Source: an optimization exercise on an open RTL-to-GDS flow (aim: small area, a short achievable clock period and few clock cycles per item). Production flows keep margins and buffers that such runs may drop.
Function was checked by simulation only, so behaviour that the tests miss may differ from the original.

==> inputs of run P <==
## st4_temporal
module st4_temporal (
    input  wire        clk,
    input  wire        rst,
    input  wire        in_valid,
    output wire        in_ready,
    input  wire [19:0] in_c,         
    input  wire [23:0] in_hist,      
    input  wire [7:0]  in_tau,       
    input  wire        in_pad,       
    input  wire        in_restart,   
    input  wire        in_tnr,       
    input  wire        in_rtc,       
    input  wire        in_gap_k0,    
    input  wire [8:0]  in_amin,      
    input  wire [15:0] in_tlo,       
    input  wire [15:0] in_thi,       
    input  wire [11:0] in_kmax,      
    input  wire [17:0] in_rate,      
    output reg         out_valid,
    output reg  [19:0] out_z,        
    output reg  [23:0] out_hist,     
    output reg         out_sat,      
    output reg         out_clamp     
);
==> flow/config.mk <==
export PLATFORM = sky130hd
export DESIGN_NAME = st4_temporal
export DESIGN_NICKNAME = st4_temporal
export VERILOG_FILES = /design/flow/design.v
export SDC_FILE = /design/flow/constraint.sdc
export NUM_CORES = 4
export LEC_CHECK = 0
export ABC_AREA = 1
export CAP_MARGIN = 30
export CORE_MARGIN = 2
export CORE_UTILIZATION = 55
export SLEW_MARGIN = 55
==> flow/constraint.sdc <==
create_clock -name core_clock -period 38.0 [get_ports {clk}]
set_input_delay 7.6000 -clock core_clock [delete_from_list [all_inputs] [get_ports {clk}]]
set_output_delay 7.6000 -clock core_clock [all_outputs]
set_load 0.01 [all_outputs]
run.sh (not shown) runs the stock make flow with config.mk's settings and CLKGATE_MAP_FILE= SYNTH_SCRIPT=/design/flow/synth_recipe.tcl, a recipe that flattens the netlist after the stock synthesis.
==> run Y (differences from run P) <==
Settings changed: CTS_CLUSTER_DIAMETER from default to 200, CTS_CLUSTER_SIZE from default to 25.
==> results.tsv <==
metric	value	unit
status	timing/DRC/antenna clean	
wl	113500	um
fin_nets	6781	
Source of the figures above: run Y

==> results.tsv <==
metric	value	unit
status	timing/DRC/antenna clean	
ios	179	
fin_nets	6825	
wl	115000	um
Source of the figures above: run P

Testbench counts of run P, summed over its fixed seeds: cycles 32,064, items 32,000.
Testbench counts of run Y, summed over its fixed seeds: cycles 32,064, items 32,000.


==> 06-09: inputs <==
st4_temporal again, from the RTL that the note above started with.
clock: 38.0 ns
lec_check: 0
abc_area: 1
cap_margin: 30
core_margin: 2
core_utilization: 55
slew_margin: 45
==> inputs of 01-03, as changes to 06-09 <==
Settings changed: CTS_CLUSTER_DIAMETER set to 200, CTS_CLUSTER_SIZE set to 30, SLEW_MARGIN 45 to 55.
==> comparison table <==
                                                                            06-09         01-03
Outcome                                                  timing/DRC/antenna clean  timing/DRC/antenna clean
Latest clock arrival within the worst-skew pair                           0.68 ns       0.64 ns
Share of final-layout standard cells stronger than drive strength 1        0.0418        0.0256
Worst hold start                                                      r1_kmax[10]      r3_dh[4]
Total track usage                                                           0.247         0.241
Share of cell area taken by multi-input logic gates                         0.545         0.567
Register-to-register path setup slack                                    29.45 ns      29.91 ns
Max transition margin                                                       0.464         0.561
Met3 track utilization from global routing                                 0.0402        0.0248
DR vias                                                                    35,970        35,284
Area overhead of the layout relative to synthesis                           11.2%         6.99%
Area taken by multi-input logic gates                                0.0307 sq mm  0.0308 sq mm
Clock buffer count                                                             99            30
Final standard cell count with taps included and fillers excluded           6,957         6,840
Worst Path Arrival                                                        1.53 ns       1.51 ns
Testbench counts of 06-09, summed over its fixed seeds: cycles 32,064, items 32,000.
Testbench counts of 01-03, summed over its fixed seeds: cycles 32,064, items 32,000.


==> run a <==
st4_temporal again, from the RTL that the note above started with.
make LEC_CHECK=0 ABC_AREA=1 CAP_MARGIN=30 CORE_MARGIN=2 CORE_UTILIZATION=55 CTS_BUF_LIST=sky130_fd_sc_hd__clkbuf_8 SLEW_MARGIN=55 finish   # period 38.0 ns
==> run b (differences from run a) <==
--- a/flow/config.mk
+++ b/flow/config.mk
@@ -10,4 +10,5 @@
 export CORE_MARGIN = 2
 export CORE_UTILIZATION = 55
-export CTS_BUF_LIST = sky130_fd_sc_hd__clkbuf_8
+export CTS_CLUSTER_DIAMETER = 160
+export CTS_CLUSTER_SIZE = 20
 export SLEW_MARGIN = 55
==> comparison table <==
| item | run a | run b |
|---|---|---|
| Fin crit period | 9.23 ns | 9.06 ns |
| Global-route wire length before repair | 188000 um | 186000 um |
| Layout fillers | 8125 | 8186 |
| Routed wire per std cell | 16.3 um | 16.6 um |
| Non-clock buffers, area share | 3.49% | 3.59% |
| Run status | finished clean | finished clean |
| Setup clock skew after layout | 0.0522 ns | 0.0376 ns |
| Met3 track demand over resource in global routing | 3.75% | 3.01% |
| Slowest cell delay on critical path | 0.54 ns | 0.53 ns |
| Data arrival time of the critical path | 1.63 ns | 1.46 ns |
Testbench counts of run a, summed over its fixed seeds: cycles 32,064, items 32,000.
Testbench counts of run b, summed over its fixed seeds: cycles 32,064, items 32,000.

==> afterwards: timing with drivers on the ports <==
No port has a modelled driver above. Below, the same layouts with a new extraction and two added sets of constraints.
Step 1: set_driving_cell puts a clkbuf_16 on clk and a buf_2 on each other input, an assumption about the parent block.
Step 2, shift: input delay + t, output delay - t, t = (earliest + latest rising clock arrival at the registers) / 2. This alone moves slack from input paths to output paths.
Slacks: ideal / step 1 / step 2; pairs: ideal / step 1.
run	shift t [ns]	slack for setup (ns)	slew at the worst register clock pin (ns)
run P	0.704	28.913 / 28.846 / 28.753	0.07 / 0.07
run Y	0.655	28.932 / 28.865 / 28.773	0.11 / 0.11
06-09	0.730	28.870 / 28.798 / 28.747	0.08 / 0.08
01-03	0.698	28.887 / 28.818 / 28.769	0.12 / 0.12
run a	0.817	28.772 / 28.705 / 28.762	0.07 / 0.07
run b	0.663	28.940 / 28.873 / 28.769	0.09 / 0.09
After both steps every run listed still meets setup and hold. The setup slack of run b, which loses most, moves by -0.067 ns with the drivers and by -0.171 ns with both steps.
